This is an optimization exercise on Yosys and OpenROAD, whose aim is small area, a short achievable clock period and few clock cycles, not a production implementation.
Only the layout flow was run in this run; the RTL was not checked for function there.
Power is estimated from default activity; no workload was simulated.

<file path="standard.sh">
#!/bin/bash
# synth_recipe.tcl (not shown) runs the flow's synth.tcl, then flattens the netlist and writes it again
# the make line also repeats each setting of config.mk as NAME=value (left out here)
make -C /OpenROAD-flow-scripts/flow DESIGN_CONFIG=/design/flow/config.mk WORK_HOME=/design/flow/orfs CLKGATE_MAP_FILE= SYNTH_SCRIPT=/design/flow/synth_recipe.tcl "${@:-finish}"
</file>
<file path="design.v">
module mcv_mul (
    input  wire [17:0] x,
    input  wire [15:0] g,      
    input  wire [7:0]  bo,     
    input  wire [7:0]  bt,     
    input  wire [7:0]  bn,     
    output wire [34:0] ra,
    output wire [34:0] rb
);
    wire w0 = ((x[0] & bo[0]) | (1'b0 & bt[0])) ^ bn[0];
    wire w1 = ((x[1] & bo[0]) | (x[0] & bt[0])) ^ bn[0];
    wire w2 = ((x[2] & bo[0]) | (x[1] & bt[0])) ^ bn[0];
    wire w3 = ((x[3] & bo[0]) | (x[2] & bt[0])) ^ bn[0];
    wire w4 = ((x[4] & bo[0]) | (x[3] & bt[0])) ^ bn[0];
    wire w5 = ((x[5] & bo[0]) | (x[4] & bt[0])) ^ bn[0];
    wire w6 = ((x[6] & bo[0]) | (x[5] & bt[0])) ^ bn[0];
    wire w7 = ((x[7] & bo[0]) | (x[6] & bt[0])) ^ bn[0];
    wire w8 = ((x[8] & bo[0]) | (x[7] & bt[0])) ^ bn[0];
    wire w9 = ((x[9] & bo[0]) | (x[8] & bt[0])) ^ bn[0];
    wire w10 = ((x[10] & bo[0]) | (x[9] & bt[0])) ^ bn[0];
    wire w11 = ((x[11] & bo[0]) | (x[10] & bt[0])) ^ bn[0];
    wire w12 = ((x[12] & bo[0]) | (x[11] & bt[0])) ^ bn[0];
    wire w13 = ((x[13] & bo[0]) | (x[12] & bt[0])) ^ bn[0];
    wire w14 = ((x[14] & bo[0]) | (x[13] & bt[0])) ^ bn[0];
    wire w15 = ((x[15] & bo[0]) | (x[14] & bt[0])) ^ bn[0];
    wire w16 = ((x[16] & bo[0]) | (x[15] & bt[0])) ^ bn[0];
    wire w17 = ((x[17] & bo[0]) | (x[16] & bt[0])) ^ bn[0];
    wire w18 = ((x[17] & bo[0]) | (x[17] & bt[0])) ^ bn[0];
    wire w19 = ~w18;
    wire w20 = ((x[0] & bo[1]) | (1'b0 & bt[1])) ^ bn[1];
    wire w21 = ((x[1] & bo[1]) | (x[0] & bt[1])) ^ bn[1];
    wire w22 = ((x[2] & bo[1]) | (x[1] & bt[1])) ^ bn[1];
    wire w23 = ((x[3] & bo[1]) | (x[2] & bt[1])) ^ bn[1];
    wire w24 = ((x[4] & bo[1]) | (x[3] & bt[1])) ^ bn[1];
    wire w25 = ((x[5] & bo[1]) | (x[4] & bt[1])) ^ bn[1];
    wire w26 = ((x[6] & bo[1]) | (x[5] & bt[1])) ^ bn[1];
    wire w27 = ((x[7] & bo[1]) | (x[6] & bt[1])) ^ bn[1];
    wire w28 = ((x[8] & bo[1]) | (x[7] & bt[1])) ^ bn[1];
    wire w29 = ((x[9] & bo[1]) | (x[8] & bt[1])) ^ bn[1];
    wire w30 = ((x[10] & bo[1]) | (x[9] & bt[1])) ^ bn[1];
    wire w31 = ((x[11] & bo[1]) | (x[10] & bt[1])) ^ bn[1];
    wire w32 = ((x[12] & bo[1]) | (x[11] & bt[1])) ^ bn[1];
    wire w33 = ((x[13] & bo[1]) | (x[12] & bt[1])) ^ bn[1];
    wire w34 = ((x[14] & bo[1]) | (x[13] & bt[1])) ^ bn[1];
    wire w35 = ((x[15] & bo[1]) | (x[14] & bt[1])) ^ bn[1];
    wire w36 = ((x[16] & bo[1]) | (x[15] & bt[1])) ^ bn[1];
    wire w37 = ((x[17] & bo[1]) | (x[16] & bt[1])) ^ bn[1];
    wire w38 = ((x[17] & bo[1]) | (x[17] & bt[1])) ^ bn[1];
    wire w39 = ~w38;
    wire w40 = ((x[0] & bo[2]) | (1'b0 & bt[2])) ^ bn[2];
    wire w41 = ((x[1] & bo[2]) | (x[0] & bt[2])) ^ bn[2];
    wire w42 = ((x[2] & bo[2]) | (x[1] & bt[2])) ^ bn[2];
    wire w43 = ((x[3] & bo[2]) | (x[2] & bt[2])) ^ bn[2];
    wire w44 = ((x[4] & bo[2]) | (x[3] & bt[2])) ^ bn[2];
    wire w45 = ((x[5] & bo[2]) | (x[4] & bt[2])) ^ bn[2];
    wire w46 = ((x[6] & bo[2]) | (x[5] & bt[2])) ^ bn[2];
    wire w47 = ((x[7] & bo[2]) | (x[6] & bt[2])) ^ bn[2];
    wire w48 = ((x[8] & bo[2]) | (x[7] & bt[2])) ^ bn[2];
    wire w49 = ((x[9] & bo[2]) | (x[8] & bt[2])) ^ bn[2];
    wire w50 = ((x[10] & bo[2]) | (x[9] & bt[2])) ^ bn[2];
    wire w51 = ((x[11] & bo[2]) | (x[10] & bt[2])) ^ bn[2];
    wire w52 = ((x[12] & bo[2]) | (x[11] & bt[2])) ^ bn[2];
    wire w53 = ((x[13] & bo[2]) | (x[12] & bt[2])) ^ bn[2];
    wire w54 = ((x[14] & bo[2]) | (x[13] & bt[2])) ^ bn[2];
    wire w55 = ((x[15] & bo[2]) | (x[14] & bt[2])) ^ bn[2];
    wire w56 = ((x[16] & bo[2]) | (x[15] & bt[2])) ^ bn[2];
    wire w57 = ((x[17] & bo[2]) | (x[16] & bt[2])) ^ bn[2];
    wire w58 = ((x[17] & bo[2]) | (x[17] & bt[2])) ^ bn[2];
    wire w59 = ~w58;
    wire w60 = ((x[0] & bo[3]) | (1'b0 & bt[3])) ^ bn[3];
    wire w61 = ((x[1] & bo[3]) | (x[0] & bt[3])) ^ bn[3];
    wire w62 = ((x[2] & bo[3]) | (x[1] & bt[3])) ^ bn[3];
    wire w63 = ((x[3] & bo[3]) | (x[2] & bt[3])) ^ bn[3];
    wire w64 = ((x[4] & bo[3]) | (x[3] & bt[3])) ^ bn[3];
    wire w65 = ((x[5] & bo[3]) | (x[4] & bt[3])) ^ bn[3];
    wire w66 = ((x[6] & bo[3]) | (x[5] & bt[3])) ^ bn[3];
    wire w67 = ((x[7] & bo[3]) | (x[6] & bt[3])) ^ bn[3];
    wire w68 = ((x[8] & bo[3]) | (x[7] & bt[3])) ^ bn[3];
    wire w69 = ((x[9] & bo[3]) | (x[8] & bt[3])) ^ bn[3];
    wire w70 = ((x[10] & bo[3]) | (x[9] & bt[3])) ^ bn[3];
    wire w71 = ((x[11] & bo[3]) | (x[10] & bt[3])) ^ bn[3];
    wire w72 = ((x[12] & bo[3]) | (x[11] & bt[3])) ^ bn[3];
    wire w73 = ((x[13] & bo[3]) | (x[12] & bt[3])) ^ bn[3];
    wire w74 = ((x[14] & bo[3]) | (x[13] & bt[3])) ^ bn[3];
    wire w75 = ((x[15] & bo[3]) | (x[14] & bt[3])) ^ bn[3];
    wire w76 = ((x[16] & bo[3]) | (x[15] & bt[3])) ^ bn[3];
    wire w77 = ((x[17] & bo[3]) | (x[16] & bt[3])) ^ bn[3];
    wire w78 = ((x[17] & bo[3]) | (x[17] & bt[3])) ^ bn[3];
    wire w79 = ~w78;
    wire w80 = ((x[0] & bo[4]) | (1'b0 & bt[4])) ^ bn[4];
    wire w81 = ((x[1] & bo[4]) | (x[0] & bt[4])) ^ bn[4];
    wire w82 = ((x[2] & bo[4]) | (x[1] & bt[4])) ^ bn[4];
    wire w83 = ((x[3] & bo[4]) | (x[2] & bt[4])) ^ bn[4];
    wire w84 = ((x[4] & bo[4]) | (x[3] & bt[4])) ^ bn[4];
    wire w85 = ((x[5] & bo[4]) | (x[4] & bt[4])) ^ bn[4];
    wire w86 = ((x[6] & bo[4]) | (x[5] & bt[4])) ^ bn[4];
    wire w87 = ((x[7] & bo[4]) | (x[6] & bt[4])) ^ bn[4];
    wire w88 = ((x[8] & bo[4]) | (x[7] & bt[4])) ^ bn[4];
    wire w89 = ((x[9] & bo[4]) | (x[8] & bt[4])) ^ bn[4];
    wire w90 = ((x[10] & bo[4]) | (x[9] & bt[4])) ^ bn[4];
    wire w91 = ((x[11] & bo[4]) | (x[10] & bt[4])) ^ bn[4];
    wire w92 = ((x[12] & bo[4]) | (x[11] & bt[4])) ^ bn[4];
    wire w93 = ((x[13] & bo[4]) | (x[12] & bt[4])) ^ bn[4];
    wire w94 = ((x[14] & bo[4]) | (x[13] & bt[4])) ^ bn[4];
    wire w95 = ((x[15] & bo[4]) | (x[14] & bt[4])) ^ bn[4];
    wire w96 = ((x[16] & bo[4]) | (x[15] & bt[4])) ^ bn[4];
    wire w97 = ((x[17] & bo[4]) | (x[16] & bt[4])) ^ bn[4];
    wire w98 = ((x[17] & bo[4]) | (x[17] & bt[4])) ^ bn[4];
    wire w99 = ~w98;
    wire w100 = ((x[0] & bo[5]) | (1'b0 & bt[5])) ^ bn[5];
    wire w101 = ((x[1] & bo[5]) | (x[0] & bt[5])) ^ bn[5];
    wire w102 = ((x[2] & bo[5]) | (x[1] & bt[5])) ^ bn[5];
    wire w103 = ((x[3] & bo[5]) | (x[2] & bt[5])) ^ bn[5];
    wire w104 = ((x[4] & bo[5]) | (x[3] & bt[5])) ^ bn[5];
    wire w105 = ((x[5] & bo[5]) | (x[4] & bt[5])) ^ bn[5];
    wire w106 = ((x[6] & bo[5]) | (x[5] & bt[5])) ^ bn[5];
    wire w107 = ((x[7] & bo[5]) | (x[6] & bt[5])) ^ bn[5];
    wire w108 = ((x[8] & bo[5]) | (x[7] & bt[5])) ^ bn[5];
    wire w109 = ((x[9] & bo[5]) | (x[8] & bt[5])) ^ bn[5];
    wire w110 = ((x[10] & bo[5]) | (x[9] & bt[5])) ^ bn[5];
    wire w111 = ((x[11] & bo[5]) | (x[10] & bt[5])) ^ bn[5];
    wire w112 = ((x[12] & bo[5]) | (x[11] & bt[5])) ^ bn[5];
    wire w113 = ((x[13] & bo[5]) | (x[12] & bt[5])) ^ bn[5];
    wire w114 = ((x[14] & bo[5]) | (x[13] & bt[5])) ^ bn[5];
    wire w115 = ((x[15] & bo[5]) | (x[14] & bt[5])) ^ bn[5];
    wire w116 = ((x[16] & bo[5]) | (x[15] & bt[5])) ^ bn[5];
    wire w117 = ((x[17] & bo[5]) | (x[16] & bt[5])) ^ bn[5];
    wire w118 = ((x[17] & bo[5]) | (x[17] & bt[5])) ^ bn[5];
    wire w119 = ~w118;
    wire w120 = ((x[0] & bo[6]) | (1'b0 & bt[6])) ^ bn[6];
    wire w121 = ((x[1] & bo[6]) | (x[0] & bt[6])) ^ bn[6];
    wire w122 = ((x[2] & bo[6]) | (x[1] & bt[6])) ^ bn[6];
    wire w123 = ((x[3] & bo[6]) | (x[2] & bt[6])) ^ bn[6];
    wire w124 = ((x[4] & bo[6]) | (x[3] & bt[6])) ^ bn[6];
    wire w125 = ((x[5] & bo[6]) | (x[4] & bt[6])) ^ bn[6];
    wire w126 = ((x[6] & bo[6]) | (x[5] & bt[6])) ^ bn[6];
    wire w127 = ((x[7] & bo[6]) | (x[6] & bt[6])) ^ bn[6];
    wire w128 = ((x[8] & bo[6]) | (x[7] & bt[6])) ^ bn[6];
    wire w129 = ((x[9] & bo[6]) | (x[8] & bt[6])) ^ bn[6];
    wire w130 = ((x[10] & bo[6]) | (x[9] & bt[6])) ^ bn[6];
    wire w131 = ((x[11] & bo[6]) | (x[10] & bt[6])) ^ bn[6];
    wire w132 = ((x[12] & bo[6]) | (x[11] & bt[6])) ^ bn[6];
    wire w133 = ((x[13] & bo[6]) | (x[12] & bt[6])) ^ bn[6];
    wire w134 = ((x[14] & bo[6]) | (x[13] & bt[6])) ^ bn[6];
    wire w135 = ((x[15] & bo[6]) | (x[14] & bt[6])) ^ bn[6];
    wire w136 = ((x[16] & bo[6]) | (x[15] & bt[6])) ^ bn[6];
    wire w137 = ((x[17] & bo[6]) | (x[16] & bt[6])) ^ bn[6];
    wire w138 = ((x[17] & bo[6]) | (x[17] & bt[6])) ^ bn[6];
    wire w139 = ~w138;
    wire w140 = ((x[0] & bo[7]) | (1'b0 & bt[7])) ^ bn[7];
    wire w141 = ((x[1] & bo[7]) | (x[0] & bt[7])) ^ bn[7];
    wire w142 = ((x[2] & bo[7]) | (x[1] & bt[7])) ^ bn[7];
    wire w143 = ((x[3] & bo[7]) | (x[2] & bt[7])) ^ bn[7];
    wire w144 = ((x[4] & bo[7]) | (x[3] & bt[7])) ^ bn[7];
    wire w145 = ((x[5] & bo[7]) | (x[4] & bt[7])) ^ bn[7];
    wire w146 = ((x[6] & bo[7]) | (x[5] & bt[7])) ^ bn[7];
    wire w147 = ((x[7] & bo[7]) | (x[6] & bt[7])) ^ bn[7];
    wire w148 = ((x[8] & bo[7]) | (x[7] & bt[7])) ^ bn[7];
    wire w149 = ((x[9] & bo[7]) | (x[8] & bt[7])) ^ bn[7];
    wire w150 = ((x[10] & bo[7]) | (x[9] & bt[7])) ^ bn[7];
    wire w151 = ((x[11] & bo[7]) | (x[10] & bt[7])) ^ bn[7];
    wire w152 = ((x[12] & bo[7]) | (x[11] & bt[7])) ^ bn[7];
    wire w153 = ((x[13] & bo[7]) | (x[12] & bt[7])) ^ bn[7];
    wire w154 = ((x[14] & bo[7]) | (x[13] & bt[7])) ^ bn[7];
    wire w155 = ((x[15] & bo[7]) | (x[14] & bt[7])) ^ bn[7];
    wire w156 = ((x[16] & bo[7]) | (x[15] & bt[7])) ^ bn[7];
    wire w157 = ((x[17] & bo[7]) | (x[16] & bt[7])) ^ bn[7];
    wire w158 = ((x[17] & bo[7]) | (x[17] & bt[7])) ^ bn[7];
    wire w159 = ~w158;
    wire w160 = g[15] & x[0];
    wire w161 = g[15] & x[1];
    wire w162 = g[15] & x[2];
    wire w163 = g[15] & x[3];
    wire w164 = g[15] & x[4];
    wire w165 = g[15] & x[5];
    wire w166 = g[15] & x[6];
    wire w167 = g[15] & x[7];
    wire w168 = g[15] & x[8];
    wire w169 = g[15] & x[9];
    wire w170 = g[15] & x[10];
    wire w171 = g[15] & x[11];
    wire w172 = g[15] & x[12];
    wire w173 = g[15] & x[13];
    wire w174 = g[15] & x[14];
    wire w175 = g[15] & x[15];
    wire w176 = g[15] & x[16];
    wire w177 = ~(g[15] & x[17]);
    wire w178 = w10 ^ w28;
    wire w179 = w10 & w28;
    wire w180 = w11 ^ w29;
    wire w181 = w11 & w29;
    wire w182 = w12 ^ w30 ^ w48;
    wire w183 = (w12 & w30) | (w12 & w48) | (w30 & w48);
    wire w184 = w66 ^ w84;
    wire w185 = w66 & w84;
    wire w186 = w13 ^ w31 ^ w49;
    wire w187 = (w13 & w31) | (w13 & w49) | (w31 & w49);
    wire w188 = w67 ^ w85;
    wire w189 = w67 & w85;
    wire w190 = w14 ^ w32 ^ w50;
    wire w191 = (w14 & w32) | (w14 & w50) | (w32 & w50);
    wire w192 = w68 ^ w86 ^ w104;
    wire w193 = (w68 & w86) | (w68 & w104) | (w86 & w104);
    wire w194 = w122 ^ w140;
    wire w195 = w122 & w140;
    wire w196 = w15 ^ w33 ^ w51;
    wire w197 = (w15 & w33) | (w15 & w51) | (w33 & w51);
    wire w198 = w69 ^ w87 ^ w105;
    wire w199 = (w69 & w87) | (w69 & w105) | (w87 & w105);
    wire w200 = w123 ^ w141;
    wire w201 = w123 & w141;
    wire w202 = w16 ^ w34 ^ w52;
    wire w203 = (w16 & w34) | (w16 & w52) | (w34 & w52);
    wire w204 = w70 ^ w88 ^ w106;
    wire w205 = (w70 & w88) | (w70 & w106) | (w88 & w106);
    wire w206 = w124 ^ w142 ^ w160;
    wire w207 = (w124 & w142) | (w124 & w160) | (w142 & w160);
    wire w208 = w17 ^ w35 ^ w53;
    wire w209 = (w17 & w35) | (w17 & w53) | (w35 & w53);
    wire w210 = w71 ^ w89 ^ w107;
    wire w211 = (w71 & w89) | (w71 & w107) | (w89 & w107);
    wire w212 = w125 ^ w143 ^ w161;
    wire w213 = (w125 & w143) | (w125 & w161) | (w143 & w161);
    wire w214 = w19 ^ w36 ^ w54;
    wire w215 = (w19 & w36) | (w19 & w54) | (w36 & w54);
    wire w216 = w72 ^ w90 ^ w108;
    wire w217 = (w72 & w90) | (w72 & w108) | (w90 & w108);
    wire w218 = w126 ^ w144 ^ w162;
    wire w219 = (w126 & w144) | (w126 & w162) | (w144 & w162);
    wire w220 = w37 ^ w55 ^ w73;
    wire w221 = (w37 & w55) | (w37 & w73) | (w55 & w73);
    wire w222 = w91 ^ w109 ^ w127;
    wire w223 = (w91 & w109) | (w91 & w127) | (w109 & w127);
    wire w224 = w145 ^ w163;
    wire w225 = w145 & w163;
    wire w226 = w39 ^ w56 ^ w74;
    wire w227 = (w39 & w56) | (w39 & w74) | (w56 & w74);
    wire w228 = w92 ^ w110 ^ w128;
    wire w229 = (w92 & w110) | (w92 & w128) | (w110 & w128);
    wire w230 = w146 ^ w164 ^ 1'b1;
    wire w231 = (w146 & w164) | (w146 & 1'b1) | (w164 & 1'b1);
    wire w232 = w57 ^ w75 ^ w93;
    wire w233 = (w57 & w75) | (w57 & w93) | (w75 & w93);
    wire w234 = w111 ^ w129 ^ w147;
    wire w235 = (w111 & w129) | (w111 & w147) | (w129 & w147);
    wire w236 = w165 ^ 1'b1;
    wire w237 = w165 & 1'b1;
    wire w238 = w59 ^ w76 ^ w94;
    wire w239 = (w59 & w76) | (w59 & w94) | (w76 & w94);
    wire w240 = w112 ^ w130 ^ w148;
    wire w241 = (w112 & w130) | (w112 & w148) | (w130 & w148);
    wire w242 = w77 ^ w95 ^ w113;
    wire w243 = (w77 & w95) | (w77 & w113) | (w95 & w113);
    wire w244 = w131 ^ w149;
    wire w245 = w131 & w149;
    wire w246 = w79 ^ w96 ^ w114;
    wire w247 = (w79 & w96) | (w79 & w114) | (w96 & w114);
    wire w248 = w97 ^ w115;
    wire w249 = w97 & w115;
    wire w250 = w6 ^ w24;
    wire w251 = w6 & w24;
    wire w252 = w7 ^ w25;
    wire w253 = w7 & w25;
    wire w254 = w8 ^ w26 ^ w44;
    wire w255 = (w8 & w26) | (w8 & w44) | (w26 & w44);
    wire w256 = w62 ^ w80;
    wire w257 = w62 & w80;
    wire w258 = w9 ^ w27 ^ w45;
    wire w259 = (w9 & w27) | (w9 & w45) | (w27 & w45);
    wire w260 = w63 ^ w81;
    wire w261 = w63 & w81;
    wire w262 = w178 ^ w46 ^ w64;
    wire w263 = (w178 & w46) | (w178 & w64) | (w46 & w64);
    wire w264 = w82 ^ w100 ^ bn[5];
    wire w265 = (w82 & w100) | (w82 & bn[5]) | (w100 & bn[5]);
    wire w266 = w179 ^ w180 ^ w47;
    wire w267 = (w179 & w180) | (w179 & w47) | (w180 & w47);
    wire w268 = w65 ^ w83 ^ w101;
    wire w269 = (w65 & w83) | (w65 & w101) | (w83 & w101);
    wire w270 = w181 ^ w182 ^ w184;
    wire w271 = (w181 & w182) | (w181 & w184) | (w182 & w184);
    wire w272 = w102 ^ w120 ^ bn[6];
    wire w273 = (w102 & w120) | (w102 & bn[6]) | (w120 & bn[6]);
    wire w274 = w183 ^ w185 ^ w186;
    wire w275 = (w183 & w185) | (w183 & w186) | (w185 & w186);
    wire w276 = w188 ^ w103 ^ w121;
    wire w277 = (w188 & w103) | (w188 & w121) | (w103 & w121);
    wire w278 = w187 ^ w189 ^ w190;
    wire w279 = (w187 & w189) | (w187 & w190) | (w189 & w190);
    wire w280 = w192 ^ w194 ^ bn[7];
    wire w281 = (w192 & w194) | (w192 & bn[7]) | (w194 & bn[7]);
    wire w282 = w191 ^ w193 ^ w195;
    wire w283 = (w191 & w193) | (w191 & w195) | (w193 & w195);
    wire w284 = w196 ^ w198 ^ w200;
    wire w285 = (w196 & w198) | (w196 & w200) | (w198 & w200);
    wire w286 = w197 ^ w199 ^ w201;
    wire w287 = (w197 & w199) | (w197 & w201) | (w199 & w201);
    wire w288 = w202 ^ w204 ^ w206;
    wire w289 = (w202 & w204) | (w202 & w206) | (w204 & w206);
    wire w290 = w203 ^ w205 ^ w207;
    wire w291 = (w203 & w205) | (w203 & w207) | (w205 & w207);
    wire w292 = w208 ^ w210 ^ w212;
    wire w293 = (w208 & w210) | (w208 & w212) | (w210 & w212);
    wire w294 = w209 ^ w211 ^ w213;
    wire w295 = (w209 & w211) | (w209 & w213) | (w211 & w213);
    wire w296 = w214 ^ w216 ^ w218;
    wire w297 = (w214 & w216) | (w214 & w218) | (w216 & w218);
    wire w298 = w215 ^ w217 ^ w219;
    wire w299 = (w215 & w217) | (w215 & w219) | (w217 & w219);
    wire w300 = w220 ^ w222 ^ w224;
    wire w301 = (w220 & w222) | (w220 & w224) | (w222 & w224);
    wire w302 = w221 ^ w223 ^ w225;
    wire w303 = (w221 & w223) | (w221 & w225) | (w223 & w225);
    wire w304 = w226 ^ w228 ^ w230;
    wire w305 = (w226 & w228) | (w226 & w230) | (w228 & w230);
    wire w306 = w227 ^ w229 ^ w231;
    wire w307 = (w227 & w229) | (w227 & w231) | (w229 & w231);
    wire w308 = w232 ^ w234 ^ w236;
    wire w309 = (w232 & w234) | (w232 & w236) | (w234 & w236);
    wire w310 = w233 ^ w235 ^ w237;
    wire w311 = (w233 & w235) | (w233 & w237) | (w235 & w237);
    wire w312 = w238 ^ w240 ^ w166;
    wire w313 = (w238 & w240) | (w238 & w166) | (w240 & w166);
    wire w314 = w239 ^ w241 ^ w242;
    wire w315 = (w239 & w241) | (w239 & w242) | (w241 & w242);
    wire w316 = w244 ^ w167 ^ 1'b1;
    wire w317 = (w244 & w167) | (w244 & 1'b1) | (w167 & 1'b1);
    wire w318 = w243 ^ w245 ^ w246;
    wire w319 = (w243 & w245) | (w243 & w246) | (w245 & w246);
    wire w320 = w132 ^ w150 ^ w168;
    wire w321 = (w132 & w150) | (w132 & w168) | (w150 & w168);
    wire w322 = w247 ^ w248 ^ w133;
    wire w323 = (w247 & w248) | (w247 & w133) | (w248 & w133);
    wire w324 = w151 ^ w169 ^ 1'b1;
    wire w325 = (w151 & w169) | (w151 & 1'b1) | (w169 & 1'b1);
    wire w326 = w249 ^ w99 ^ w116;
    wire w327 = (w249 & w99) | (w249 & w116) | (w99 & w116);
    wire w328 = w134 ^ w152 ^ w170;
    wire w329 = (w134 & w152) | (w134 & w170) | (w152 & w170);
    wire w330 = w117 ^ w135 ^ w153;
    wire w331 = (w117 & w135) | (w117 & w153) | (w135 & w153);
    wire w332 = w171 ^ 1'b1;
    wire w333 = w171 & 1'b1;
    wire w334 = w119 ^ w136 ^ w154;
    wire w335 = (w119 & w136) | (w119 & w154) | (w136 & w154);
    wire w336 = w137 ^ w155;
    wire w337 = w137 & w155;
    wire w338 = w4 ^ w22;
    wire w339 = w4 & w22;
    wire w340 = w5 ^ w23;
    wire w341 = w5 & w23;
    wire w342 = w250 ^ w42 ^ w60;
    wire w343 = (w250 & w42) | (w250 & w60) | (w42 & w60);
    wire w344 = w251 ^ w252 ^ w43;
    wire w345 = (w251 & w252) | (w251 & w43) | (w252 & w43);
    wire w346 = w253 ^ w254 ^ w256;
    wire w347 = (w253 & w254) | (w253 & w256) | (w254 & w256);
    wire w348 = w255 ^ w257 ^ w258;
    wire w349 = (w255 & w257) | (w255 & w258) | (w257 & w258);
    wire w350 = w259 ^ w261 ^ w262;
    wire w351 = (w259 & w261) | (w259 & w262) | (w261 & w262);
    wire w352 = w263 ^ w265 ^ w266;
    wire w353 = (w263 & w265) | (w263 & w266) | (w265 & w266);
    wire w354 = w267 ^ w269 ^ w270;
    wire w355 = (w267 & w269) | (w267 & w270) | (w269 & w270);
    wire w356 = w271 ^ w273 ^ w274;
    wire w357 = (w271 & w273) | (w271 & w274) | (w273 & w274);
    wire w358 = w275 ^ w277 ^ w278;
    wire w359 = (w275 & w277) | (w275 & w278) | (w277 & w278);
    wire w360 = w279 ^ w281 ^ w282;
    wire w361 = (w279 & w281) | (w279 & w282) | (w281 & w282);
    wire w362 = w283 ^ w285 ^ w286;
    wire w363 = (w283 & w285) | (w283 & w286) | (w285 & w286);
    wire w364 = w287 ^ w289 ^ w290;
    wire w365 = (w287 & w289) | (w287 & w290) | (w289 & w290);
    wire w366 = w291 ^ w293 ^ w294;
    wire w367 = (w291 & w293) | (w291 & w294) | (w293 & w294);
    wire w368 = w295 ^ w297 ^ w298;
    wire w369 = (w295 & w297) | (w295 & w298) | (w297 & w298);
    wire w370 = w299 ^ w301 ^ w302;
    wire w371 = (w299 & w301) | (w299 & w302) | (w301 & w302);
    wire w372 = w303 ^ w305 ^ w306;
    wire w373 = (w303 & w305) | (w303 & w306) | (w305 & w306);
    wire w374 = w307 ^ w309 ^ w310;
    wire w375 = (w307 & w309) | (w307 & w310) | (w309 & w310);
    wire w376 = w311 ^ w313 ^ w314;
    wire w377 = (w311 & w313) | (w311 & w314) | (w313 & w314);
    wire w378 = w315 ^ w317 ^ w318;
    wire w379 = (w315 & w317) | (w315 & w318) | (w317 & w318);
    wire w380 = w319 ^ w321 ^ w322;
    wire w381 = (w319 & w321) | (w319 & w322) | (w321 & w322);
    wire w382 = w323 ^ w325 ^ w326;
    wire w383 = (w323 & w325) | (w323 & w326) | (w325 & w326);
    wire w384 = w327 ^ w329 ^ w330;
    wire w385 = (w327 & w329) | (w327 & w330) | (w329 & w330);
    wire w386 = w331 ^ w333 ^ w334;
    wire w387 = (w331 & w333) | (w331 & w334) | (w333 & w334);
    wire w388 = w335 ^ w336 ^ w173;
    wire w389 = (w335 & w336) | (w335 & w173) | (w336 & w173);
    wire w390 = w337 ^ w139 ^ w156;
    wire w391 = (w337 & w139) | (w337 & w156) | (w139 & w156);
    wire w392 = w157 ^ w175;
    wire w393 = w157 & w175;
    wire w394 = w2 ^ w20;
    wire w395 = w2 & w20;
    wire w396 = w3 ^ w21;
    wire w397 = w3 & w21;
    wire w398 = w338 ^ w40 ^ bn[2];
    wire w399 = (w338 & w40) | (w338 & bn[2]) | (w40 & bn[2]);
    wire w400 = w339 ^ w340 ^ w41;
    wire w401 = (w339 & w340) | (w339 & w41) | (w340 & w41);
    wire w402 = w341 ^ w342 ^ bn[3];
    wire w403 = (w341 & w342) | (w341 & bn[3]) | (w342 & bn[3]);
    wire w404 = w343 ^ w344 ^ w61;
    wire w405 = (w343 & w344) | (w343 & w61) | (w344 & w61);
    wire w406 = w345 ^ w346 ^ bn[4];
    wire w407 = (w345 & w346) | (w345 & bn[4]) | (w346 & bn[4]);
    wire w408 = w347 ^ w348 ^ w260;
    wire w409 = (w347 & w348) | (w347 & w260) | (w348 & w260);
    wire w410 = w349 ^ w350 ^ w264;
    wire w411 = (w349 & w350) | (w349 & w264) | (w350 & w264);
    wire w412 = w351 ^ w352 ^ w268;
    wire w413 = (w351 & w352) | (w351 & w268) | (w352 & w268);
    wire w414 = w353 ^ w354 ^ w272;
    wire w415 = (w353 & w354) | (w353 & w272) | (w354 & w272);
    wire w416 = w355 ^ w356 ^ w276;
    wire w417 = (w355 & w356) | (w355 & w276) | (w356 & w276);
    wire w418 = w357 ^ w358 ^ w280;
    wire w419 = (w357 & w358) | (w357 & w280) | (w358 & w280);
    wire w420 = w359 ^ w360 ^ w284;
    wire w421 = (w359 & w360) | (w359 & w284) | (w360 & w284);
    wire w422 = w361 ^ w362 ^ w288;
    wire w423 = (w361 & w362) | (w361 & w288) | (w362 & w288);
    wire w424 = w363 ^ w364 ^ w292;
    wire w425 = (w363 & w364) | (w363 & w292) | (w364 & w292);
    wire w426 = w365 ^ w366 ^ w296;
    wire w427 = (w365 & w366) | (w365 & w296) | (w366 & w296);
    wire w428 = w367 ^ w368 ^ w300;
    wire w429 = (w367 & w368) | (w367 & w300) | (w368 & w300);
    wire w430 = w369 ^ w370 ^ w304;
    wire w431 = (w369 & w370) | (w369 & w304) | (w370 & w304);
    wire w432 = w371 ^ w372 ^ w308;
    wire w433 = (w371 & w372) | (w371 & w308) | (w372 & w308);
    wire w434 = w373 ^ w374 ^ w312;
    wire w435 = (w373 & w374) | (w373 & w312) | (w374 & w312);
    wire w436 = w375 ^ w376 ^ w316;
    wire w437 = (w375 & w376) | (w375 & w316) | (w376 & w316);
    wire w438 = w377 ^ w378 ^ w320;
    wire w439 = (w377 & w378) | (w377 & w320) | (w378 & w320);
    wire w440 = w379 ^ w380 ^ w324;
    wire w441 = (w379 & w380) | (w379 & w324) | (w380 & w324);
    wire w442 = w381 ^ w382 ^ w328;
    wire w443 = (w381 & w382) | (w381 & w328) | (w382 & w328);
    wire w444 = w383 ^ w384 ^ w332;
    wire w445 = (w383 & w384) | (w383 & w332) | (w384 & w332);
    wire w446 = w385 ^ w386 ^ w172;
    wire w447 = (w385 & w386) | (w385 & w172) | (w386 & w172);
    wire w448 = w387 ^ w388 ^ 1'b1;
    wire w449 = (w387 & w388) | (w387 & 1'b1) | (w388 & 1'b1);
    wire w450 = w389 ^ w390 ^ w174;
    wire w451 = (w389 & w390) | (w389 & w174) | (w390 & w174);
    wire w452 = w391 ^ w392 ^ 1'b1;
    wire w453 = (w391 & w392) | (w391 & 1'b1) | (w392 & 1'b1);
    wire w454 = w393 ^ w159 ^ w176;
    wire w455 = (w393 & w159) | (w393 & w176) | (w159 & w176);
    assign ra = {1'b1, w455, w453, w451, w449, w447, w445, w443, w441, w439, w437, w435, w433, w431, w429, w427, w425, w423, w421, w419, w417, w415, w413, w411, w409, w407, w405, w403, w401, w399, w397, w395, w394, w1, w0};
    assign rb = {1'b0, w177, w454, w452, w450, w448, w446, w444, w442, w440, w438, w436, w434, w432, w430, w428, w426, w424, w422, w420, w418, w416, w414, w412, w410, w408, w406, w404, w402, w400, w398, w396, bn[1], 1'b0, bn[0]};
endmodule
module mcv_add12 (
    input  wire [11:0] a,
    input  wire [11:0] b,
    output wire [12:0] s
);
    wire [11:0] p = a ^ b;
    wire g0_1 = (a[1] & b[1]) | (p[1] & (a[0] & b[0]));
    wire q0_1 = p[1] & p[0];
    wire g0_3 = (a[3] & b[3]) | (p[3] & (a[2] & b[2]));
    wire q0_3 = p[3] & p[2];
    wire g0_5 = (a[5] & b[5]) | (p[5] & (a[4] & b[4]));
    wire q0_5 = p[5] & p[4];
    wire g0_7 = (a[7] & b[7]) | (p[7] & (a[6] & b[6]));
    wire q0_7 = p[7] & p[6];
    wire g0_9 = (a[9] & b[9]) | (p[9] & (a[8] & b[8]));
    wire q0_9 = p[9] & p[8];
    wire g0_11 = (a[11] & b[11]) | (p[11] & (a[10] & b[10]));
    wire q0_11 = p[11] & p[10];
    wire g1_2 = (a[2] & b[2]) | (p[2] & g0_1);
    wire q1_2 = p[2] & q0_1;
    wire g1_3 = g0_3 | (q0_3 & g0_1);
    wire q1_3 = q0_3 & q0_1;
    wire g1_6 = (a[6] & b[6]) | (p[6] & g0_5);
    wire q1_6 = p[6] & q0_5;
    wire g1_7 = g0_7 | (q0_7 & g0_5);
    wire q1_7 = q0_7 & q0_5;
    wire g1_10 = (a[10] & b[10]) | (p[10] & g0_9);
    wire q1_10 = p[10] & q0_9;
    wire g1_11 = g0_11 | (q0_11 & g0_9);
    wire q1_11 = q0_11 & q0_9;
    wire g2_4 = (a[4] & b[4]) | (p[4] & g1_3);
    wire q2_4 = p[4] & q1_3;
    wire g2_5 = g0_5 | (q0_5 & g1_3);
    wire q2_5 = q0_5 & q1_3;
    wire g2_6 = g1_6 | (q1_6 & g1_3);
    wire q2_6 = q1_6 & q1_3;
    wire g2_7 = g1_7 | (q1_7 & g1_3);
    wire q2_7 = q1_7 & q1_3;
    wire g3_8 = (a[8] & b[8]) | (p[8] & g2_7);
    wire q3_8 = p[8] & q2_7;
    wire g3_9 = g0_9 | (q0_9 & g2_7);
    wire q3_9 = q0_9 & q2_7;
    wire g3_10 = g1_10 | (q1_10 & g2_7);
    wire q3_10 = q1_10 & q2_7;
    wire g3_11 = g1_11 | (q1_11 & g2_7);
    wire q3_11 = q1_11 & q2_7;
    assign s = {g3_11, p[11] ^ g3_10, p[10] ^ g3_9, p[9] ^ g3_8, p[8] ^ g2_7, p[7] ^ g2_6, p[6] ^ g2_5, p[5] ^ g2_4, p[4] ^ g1_3, p[3] ^ g1_2, p[2] ^ g0_1, p[1] ^ (a[0] & b[0]), p[0]};
endmodule
module mcv_cal (
    input  wire        clk,
    input  wire        rst,
    input  wire        s_valid,
    output wire        s_ready,
    input  wire [1:0]  s_op,       
    input  wire [2:0]  s_conv,
    input  wire [27:0] s_data,
    output reg         o_valid,
    output reg         o_kind,     
    output reg  [2:0]  o_conv,
    output reg  [11:0] o_raw,
    output reg         o_clamp,
    output reg         o_ok,
    output reg  [15:0] o_gain,
    output reg  [11:0] o_offset
);
    localparam OP_MEAS    = 2'd0;
    localparam OP_CAL     = 2'd1;
    localparam OP_RESTART = 2'd2;
    localparam OP_LOAD    = 2'd3;
    integer i;
    reg        busy;             
    reg        rdy;              
    reg        a_v;
    reg [1:0]  a_op;
    reg [7:0]  a_sm;             
    reg [7:0]  a_sc;             
    reg [7:0]  a_sx;             
    reg [27:0] a_data;
    assign s_ready = rdy;
    always @(posedge clk) begin
        if (rst)
            a_v <= 1'b0;
        else if (!busy)
            a_v <= s_valid;
        if (!busy) begin
            a_op   <= s_op;
            a_sm   <= (s_op == OP_MEAS) ? (8'd1 << s_conv) : 8'd0;
            a_sc   <= (s_op == OP_CAL)  ? (8'd1 << s_conv) : 8'd0;
            a_sx   <= (s_op[1])         ? (8'd1 << s_conv) : 8'd0;
            a_data <= s_data;
        end
    end
    reg [11:0] cal_off  [0:7];
    reg [15:0] cal_gain [0:7];
    reg [5:0]  cal_cnt  [0:7];
    reg [16:0] sum_lo   [0:7];
    reg [16:0] sum_hi   [0:7];
    reg [7:0]  ld;
    reg [7:0]  em;
    reg [7:0]  hv;
    wire        go   = a_v & ~busy;
    wire [7:0]  a_sel = a_sm | a_sc | a_sx;
    wire [2:0]  a_conv = {|a_sel[7:4], a_sel[7] | a_sel[6] | a_sel[3] | a_sel[2],
                          a_sel[7] | a_sel[5] | a_sel[3] | a_sel[1]};
    wire [11:0] a_u  = a_data[11:0];
    wire [7:0]  sel_m  = a_sm & ld;          
    wire [7:0]  sel_d  = a_sm & ~ld;         
    wire [7:0]  sel_c  = a_sc & ~em;         
    wire [7:0]  sel_h  = a_sc & hv;          
    reg  [11:0] r_off;
    reg  [15:0] r_gain;
    reg  [5:0]  r_cnt;
    reg  [16:0] r_lo, r_hi;
    always @(*) begin
        r_off = 12'd0; r_gain = {|sel_d, 15'd0};
        r_cnt = 6'd0; r_lo = 17'd0; r_hi = 17'd0;
        for (i = 0; i < 8; i = i + 1) begin
            r_off   = r_off   | ({12{sel_m[i]}} & cal_off[i]);
            r_gain  = r_gain  | ({16{sel_m[i]}} & cal_gain[i]);
            r_cnt   = r_cnt   | ({6{sel_c[i]}}  & cal_cnt[i]);
            r_lo    = r_lo    | ({17{sel_c[i]}} & sum_lo[i]);
            r_hi    = r_hi    | ({17{sel_h[i]}} & sum_hi[i]);
        end
    end
    wire        c_odd  = r_cnt[0];                          
    wire        c_last = (r_cnt == 6'd63);                  
    wire [5:0]  c_cnt1 = r_cnt + 6'd1;
    wire [12:0] c_lo12, c_hi12;
    mcv_add12 u_alo (.a(r_lo[11:0]), .b(a_u), .s(c_lo12));
    mcv_add12 u_ahi (.a(r_hi[11:0]), .b(a_u), .s(c_hi12));
    wire [4:0]  c_lo5  = r_lo[16:12] + 5'd1;
    wire [4:0]  c_hi5  = r_hi[16:12] + 5'd1;
    wire [16:0] c_lo   = {c_lo12[12] ? c_lo5 : r_lo[16:12], c_lo12[11:0]};
    wire [16:0] c_hi   = {c_hi12[12] ? c_hi5 : r_hi[16:12], c_hi12[11:0]};
    wire do_cal  = go & (a_op == OP_CAL);      
    wire do_lo   = do_cal & ~c_odd;
    wire do_hi   = do_cal & c_odd;              
    wire do_last = do_cal & c_last;
    wire do_rst  = go & (a_op == OP_RESTART);  
    wire do_load = go & (a_op == OP_LOAD);     
    reg [17:0] dv_d;
    reg [16:0] dv_r;
    reg [3:0]  dv_ro;
    reg [4:0]  dv_n;
    reg        dv_okm;           
    reg [7:0]  dv_sel;
    reg        dv_kz;            
    wire [2:0] dv_conv = {|dv_sel[7:4], dv_sel[7] | dv_sel[6] | dv_sel[3] | dv_sel[2],
                          dv_sel[7] | dv_sel[5] | dv_sel[3] | dv_sel[1]};
    wire        dv_k1   = (dv_n == 5'd0);
    wire [17:0] k_d     = dv_d - {1'b0, dv_r};
    wire [17:0] k_l     = k_d + 18'h6666;
    wire [21:0] k_m     = {2'b00, dv_r, 3'b000} - {4'd0, dv_d} + 22'd28679;
    wire [17:0] g_t   = {dv_r, o_gain[15]};
    wire [18:0] g_s   = {1'b0, g_t} - {1'b0, dv_d};
    wire        g_q   = ~g_s[18];
    wire [15:0] g_nxt = {o_gain[14:0], g_q};
    wire [4:0]  f_t   = {dv_ro, o_offset[11]};
    wire        f_q   = (f_t >= 5'd14);
    wire        f_on  = (dv_n >= 5'd5);
    wire [11:0] f_nxt = {o_offset[10:0], f_q ^ (dv_n == 5'd5)};
    wire        dv_last = (dv_n == 5'd16);
    wire        dv_ok = dv_okm;
    reg        m_v;
    reg [2:0]  m_conv;
    reg [17:0] m_x;
    reg        m_g15;
    reg [7:0]  m_bo, m_bt, m_bn;     
    reg        p_v;
    reg [2:0]  p_conv;
    reg [16:0] p_a;
    reg [16:0] p_b;
    reg        p_c;
    wire [34:0] m_ra, m_rb;
    mcv_mul u_mul (.x(m_x), .g({m_g15, 15'd0}), .bo(m_bo), .bt(m_bt), .bn(m_bn),
                   .ra(m_ra), .rb(m_rb));
    wire [16:0] r_gx = {r_gain, 1'b0};
    reg  [7:0]  r_bo, r_bt, r_bn;
    always @(*) begin
        for (i = 0; i < 8; i = i + 1) begin
            r_bo[i] = r_gx[2*i+1] ^ r_gx[2*i];
            r_bt[i] = (r_gx[2*i+2] & ~r_gx[2*i+1] & ~r_gx[2*i]) |
                      (~r_gx[2*i+2] & r_gx[2*i+1] & r_gx[2*i]);
            r_bn[i] = r_gx[2*i+2] & ~(r_gx[2*i+1] & r_gx[2*i]);
        end
    end
    wire [18:0] m_lo  = {1'b0, m_ra[17:0]} + {1'b0, m_rb[17:0]};
    wire [16:0] q_hi  = p_a + p_b + {16'd0, p_c};       
    wire        m_neg = q_hi[16];
    wire        m_big = ~q_hi[16] & (q_hi[15:13] != 3'd0);
    always @(posedge clk) begin
        m_conv <= a_conv;
        m_x    <= {2'b00, a_u, 4'b0000} - {{6{r_off[11]}}, r_off};
        m_g15  <= r_gain[15];
        m_bo   <= r_bo;
        m_bt   <= r_bt;
        m_bn   <= r_bn;
        p_conv <= m_conv;
        p_a    <= m_ra[34:18];
        p_b    <= m_rb[34:18];
        p_c    <= m_lo[18];
        for (i = 0; i < 8; i = i + 1) begin
            if (do_lo & a_sc[i]) begin
                sum_lo[i]  <= c_lo;
                cal_cnt[i] <= c_cnt1;
            end
            if (do_hi & a_sc[i]) begin
                sum_hi[i]  <= c_hi;
                cal_cnt[i] <= c_cnt1;
            end
            if (busy ? (dv_last & dv_ok & dv_sel[i]) : (do_load & a_sx[i])) begin
                cal_off[i]  <= busy ? f_nxt : a_data[11:0];
                cal_gain[i] <= busy ? g_nxt : a_data[27:12];
            end
        end
        if (!busy) begin
            dv_d    <= {1'b0, c_hi};
            dv_r    <= r_lo;
            dv_sel  <= a_sc;
            dv_n    <= 5'd0;
        end else begin
            dv_n <= dv_n + 5'd1;
            if (dv_k1) begin
                dv_d     <= k_d;
                dv_r     <= 17'h0B333;
                o_gain   <= k_l[16:1];
                dv_ro    <= k_m[15:12];
                o_offset <= k_m[11:0];
                dv_kz    <= (k_m[21:16] == 6'd0);
            end else begin
                if (dv_n == 5'd1)
                    dv_okm <= dv_kz && ({dv_ro, o_offset} >= 16'd21504) &&
                              ({dv_ro, o_offset} <= 16'd35853) &&
                              (dv_d >= 18'd89077) && (dv_d <= 18'd94589);
                dv_r   <= g_q ? g_s[16:0] : g_t[16:0];
                o_gain <= g_nxt;
                if (f_on) begin
                    dv_ro    <= f_q ? (f_t - 5'd14) : f_t[3:0];
                    o_offset <= f_nxt;
                end
            end
        end
        o_kind  <= ~p_v;
        o_conv  <= p_v ? p_conv : dv_conv;
        o_raw   <= m_neg ? 12'd0 : (m_big ? 12'd4095 : q_hi[12:1]);
        o_clamp <= m_neg | m_big;
        o_ok    <= dv_ok;
        if (rst) begin
            busy    <= 1'b0;
            rdy     <= 1'b1;
            m_v     <= 1'b0;
            p_v     <= 1'b0;
            o_valid <= 1'b0;
            ld      <= 8'd0;
            em      <= 8'hFF;
            hv      <= 8'd0;
        end else begin
            m_v     <= go & (a_op == OP_MEAS);
            p_v     <= m_v;
            o_valid <= p_v | (busy & dv_last);
            if (do_last) begin
                busy <= 1'b1;
                rdy  <= 1'b0;
            end else if (busy & dv_last) begin
                busy <= 1'b0;
                rdy  <= 1'b1;
            end
            for (i = 0; i < 8; i = i + 1) begin
                if (((do_lo | do_last) & a_sc[i]) | (do_rst & a_sx[i]))
                    em[i] <= ~do_lo;
                if ((do_hi & a_sc[i]) | (do_rst & a_sx[i]))
                    hv[i] <= do_hi & ~c_last;
                if ((busy ? (dv_last & dv_ok & dv_sel[i]) : (do_load & a_sx[i])))
                    ld[i] <= 1'b1;
            end
        end
    end
endmodule
</file>
<file path="flow/run.sh">
#!/bin/bash
# The standard layout (standard.sh: the standard synthesis and the ORFS
# steps with the standard flow's config.mk and constraint.sdc, unchanged), with ORFS's
# repair_timing asked to leave more setup slack than the default, so that it
# also shortens paths that already meet the design's clock period.
set -euo pipefail
MARGIN=${MARGIN:-8}
bash standard.sh SETUP_SLACK_MARGIN=$MARGIN finish > run_make.log 2>&1
</file>
<file path="config.mk">
export PLATFORM = sky130hd
export DESIGN_NAME = mcv_cal
export DESIGN_NICKNAME = mcv_cal
export VERILOG_FILES = /design/flow/design.v
export SDC_FILE = /design/flow/constraint.sdc
export NUM_CORES = 4
export LEC_CHECK = 0
export CAP_MARGIN = 20
export CORE_MARGIN = 2
export CORE_UTILIZATION = 40
export SLEW_MARGIN = 20
</file>
<file path="constraint.sdc">
create_clock -name core_clock -period 12.0 [get_ports {clk}]
set_input_delay 2.4000 -clock core_clock [delete_from_list [all_inputs] [get_ports {clk}]]
set_output_delay 2.4000 -clock core_clock [all_outputs]
set_load 0.01 [all_outputs]
</file>
==> run summary <==
power by group through the flow:
stage	clock network [mW]	logic (mW)	registers, mW
after global placement	0	0.616	3.24
after global routing	2.81	0.726	3.18
final	2.66	0.640	3.17
after CTS	2.70	0.625	3.18
after floorplan	0	0.439	3.20
after detailed placement	0	0.617	3.24
registers in the layout (all words and copies together) (netlist names), 18 cells and up:
name / flops
sum_hi: 136
sum_lo: 136
cal_gain: 128
cal_off: 96
cal_cnt: 48
a_data: 28
dv_d: 18
m_x: 18
final cells by class:
| type | count | share of cell area |
|---|---|---|
| Multi-Input combinational cell | 2035 | 0.3538 |
| Timing Repair Buffer | 266 | 0.04945 |
| Tap cell | 1368 | 0.03598 |
| Clock buffer | 111 | 0.04937 |
| Inverter | 254 | 0.02010 |
| Clock inverter | 43 | 0.009759 |
| Sequential cell | 810 | 0.4816 |
routing by layer:
metal  global-route usage  routed length [um]  vias to the layer above
met5                    0                  38                        -
met4              0.05412                2836                        6
met3              0.03428                6862                      165
met2               0.3551               53660                      852
met1               0.2860               48360                    13510
li1                     -                   -                    12520
worst max-delay path, stage by stage (launching register included):
cell      delay, ns
edfxtp_1       0.42
and2_1         0.19
buf_8          0.17
a22oi_1        0.18
nand4_1        0.13
ha_2           0.19
inv_2          0.06
fa_2           0.21
nor2b_2        0.04
o21a_1         0.21
o21a_1         0.20
o41a_1         0.42
a41o_1         0.31
o41ai_4        0.24
buf_4          0.18
nor4b_2        0.06
xnor2_2        0.21
mux2_2         0.29
cell families after synthesis:
| group | after synthesis | share of synthesized area |
|---|---|---|
| DFF | 810 | 0.5579 |
| AOI/OAI and AO/OA | 780 | 0.1384 |
| xor gates and xnor gates | 258 | 0.05531 |
| and+or+nand+nor | 657 | 0.08435 |
| adders and majority gates | 284 | 0.1092 |
| muxes | 56 | 0.01479 |
| buffers and inverters | 434 | 0.04000 |
worst paths after layout:
check             depth (start not counted)   endpoint  slack (ns)
hold reg to reg                           0  p_conv[0]        0.32
setup reg to reg                         17   dv_d[15]        8.00
setup / recovery                         17   dv_d[15]        8.00
hold / removal                            0  p_conv[0]        0.32
metrics by stage:
stage	worst slack (ns)	total power [mW]	instances
after floorplan	7.941	3.643	3279
after global placement	7.494	3.855	4609
after detailed placement	7.445	3.859	4610
after CTS	7.991	6.508	4808
after global routing	7.848	6.715	4887
final	8.004	6.474	4887
Yosys cell counts, drive strengths merged (15+ instances only):
master / number / area, um^2
mux2i: 21 / 210.2
or3: 15 / 100.1
o21ai: 94 / 470.5
and2: 64 / 400.4
edfxtp: 657 / 19730
nor2b: 30 / 187.7
inv: 253 / 949.7
a22oi: 379 / 2845
nand3: 51 / 255.2
nand2: 125 / 469.2
nand2b: 20 / 125.1
nor3: 51 / 255.2
xnor2: 169 / 1480
nand4: 40 / 250.2
ha: 163 / 2039
clkbuf: 156 / 585.6
fa: 121 / 2422
and4: 25 / 219.0
dfxtp: 153 / 3063
buf: 24 / 95.09
a21o: 25 / 187.7
xor2: 89 / 779.5
o21bai: 16 / 120.1
mux2: 35 / 394.1
o21a: 25 / 187.7
and3: 33 / 211.5
nor2: 151 / 566.8
a21oi: 69 / 345.3
a211oi: 22 / 165.2
a22o: 29 / 254.0
repair_timing:
action | in CTS | in global routing
resized for setup | 111 | 85
pin swaps | 6 | 33
setup buffers | 44 | 77
gates cloned | 0 | 2
endpoints found under the setup margin | 179 | 136
==> impl_metrics.env <==
export IMPL_status="complete, no violations"
export IMPL_wirelength_um=111800
export IMPL_numPortBuffers=83
export IMPL_fin_crit_sh=0.3330
export IMPL_hold_path_class="reg2reg"
export IMPL_synth_edf_count=657
export IMPL_fin_util=0.4682
export IMPL_antenna_found_initial=9
export IMPL_syn_inst=3279
export IMPL_grt_setup_unrepaired="yes"
export IMPL_whs_ns=0.3246
export IMPL_tns_ns=0
export IMPL_diodes=0
export IMPL_htreeDepth=3
export IMPL_hold_viol=0
export IMPL_p_int_mw=4.931
export IMPL_clock_power_share=0.411
export IMPL_vias=27050
export IMPL_max_freq_mhz=250.3
export IMPL_final_cell_mix="657 x edfxtp_1, 367 x a22oi_1, 248 x inv_1"
export IMPL_cts_buffers=86
export IMPL_yosys_warnings=6
export IMPL_wl_per_cell_um=22.87
export IMPL_first_global_vias=26440
export IMPL_ys_ff_latch=810
export IMPL_netSwitchingPower_mw=1.544
export IMPL_initial_core_util=0.4021
export IMPL_path_max_fanout=17
export IMPL_async_reset_ff_frac=0
export IMPL_regArea_um2=22910
export IMPL_cp_required_ns=12.40
export IMPL_die_w_um=323.6
export IMPL_fin_skew_ns=0.02099
export IMPL_cts_tree="built"
export IMPL_worst_pin_slew_ns=1.106
export IMPL_slew_viol_final=0
export IMPL_combPwrFrac=0.099
export IMPL_grt_start_max_net_pins=67
export IMPL_r2r_start="a_sc[7]"
export IMPL_nets=3773
export IMPL_hold_path_startpoint="m_conv[0]"
export IMPL_syn_to_final_growth_pct=16.43
export IMPL_syn_area_per_cell_um2=12.46
export IMPL_viasPerCell=5.534
export IMPL_io_pin_count=84
export IMPL_seqPwrFrac=0.490
export IMPL_ys_seq_area_frac=0.5579
export IMPL_setup_worst_path_start_class="flop"
export IMPL_setup_viol=0
export IMPL_maxCapViolCount=0
export IMPL_startpoint="a_sc[7]"
export IMPL_insertion_delay_ns=0.66
export IMPL_crit_type="reg2reg"
export IMPL_multi_input_area_um2=16830
export IMPL_ant_nets=0
export IMPL_syn_cell_area_um2=40850
export IMPL_clock_sinks=810
export IMPL_sw_frac_of_total=0.2384
export IMPL_dp_hpwl_um=72960
export IMPL_p_leak_nw=17.07
export IMPL_grt_usage=0.2117
export IMPL_period_needed_ns=3.996
export IMPL_synth_cell_types=91
export IMPL_core_area_um2=101600
export IMPL_ys_flop_type="edfxtp_1"
export IMPL_layout_commonest_cell="edfxtp_1"
export IMPL_gp_congestion=0.8623
export IMPL_p_per_area_nw_per_um2=136.1
export IMPL_ir_worst_vdd_mv=0.1315
export IMPL_hold_buffers=0
export IMPL_synth_fp_nets=3599
export IMPL_layout_drive_gt1_share=0.1387
export IMPL_grt_overflow_total=0
export IMPL_arrival_ns=4.40
export IMPL_final_cell_area_um2=47570
export IMPL_die_area_um2=104700
export IMPL_worstSetupEndpointType="flop"
export IMPL_drc_errors=0
export IMPL_grt_pass1_wl_um=166600
export IMPL_clk_pin_slew_worst_paths_ns=0.06
export IMPL_die_h_um=323.6
export IMPL_cts_buffer_depth=3
export IMPL_place_area_um2=43220
export IMPL_cts_root_buf="clkbuf_16"
export IMPL_drt_iter0_markers=2222
export IMPL_relSlewSlack=0.2627
export IMPL_firstDrtPassIters=6
export IMPL_nFillCells=9153
export IMPL_rows=117

static timing again, ports no longer ideal:
No port has a modelled driver above. Below, the same layout with a new extraction and two added sets of constraints. Step 1, drivers: a clkbuf_16 drives clk and a buf_2 each remaining input, both assumed. Step 2, shift: input delay + t, output delay - t, t = (earliest + latest rising clock arrival at the registers) / 2. This alone moves slack from input paths to output paths. Three values: ideal ports, drivers, drivers and shift; two values: the first two.
t (ns): 0.720
setup slack, ns: 8.004 / 7.975 / 7.918
clock arrival spread, ns: 0.022 / 0.022
worst slew at a driven data input, ns: 0.06
After both steps setup and hold are still met in this run. The setup slack of this run moves by -0.029 ns with the drivers and by -0.086 ns with both steps.
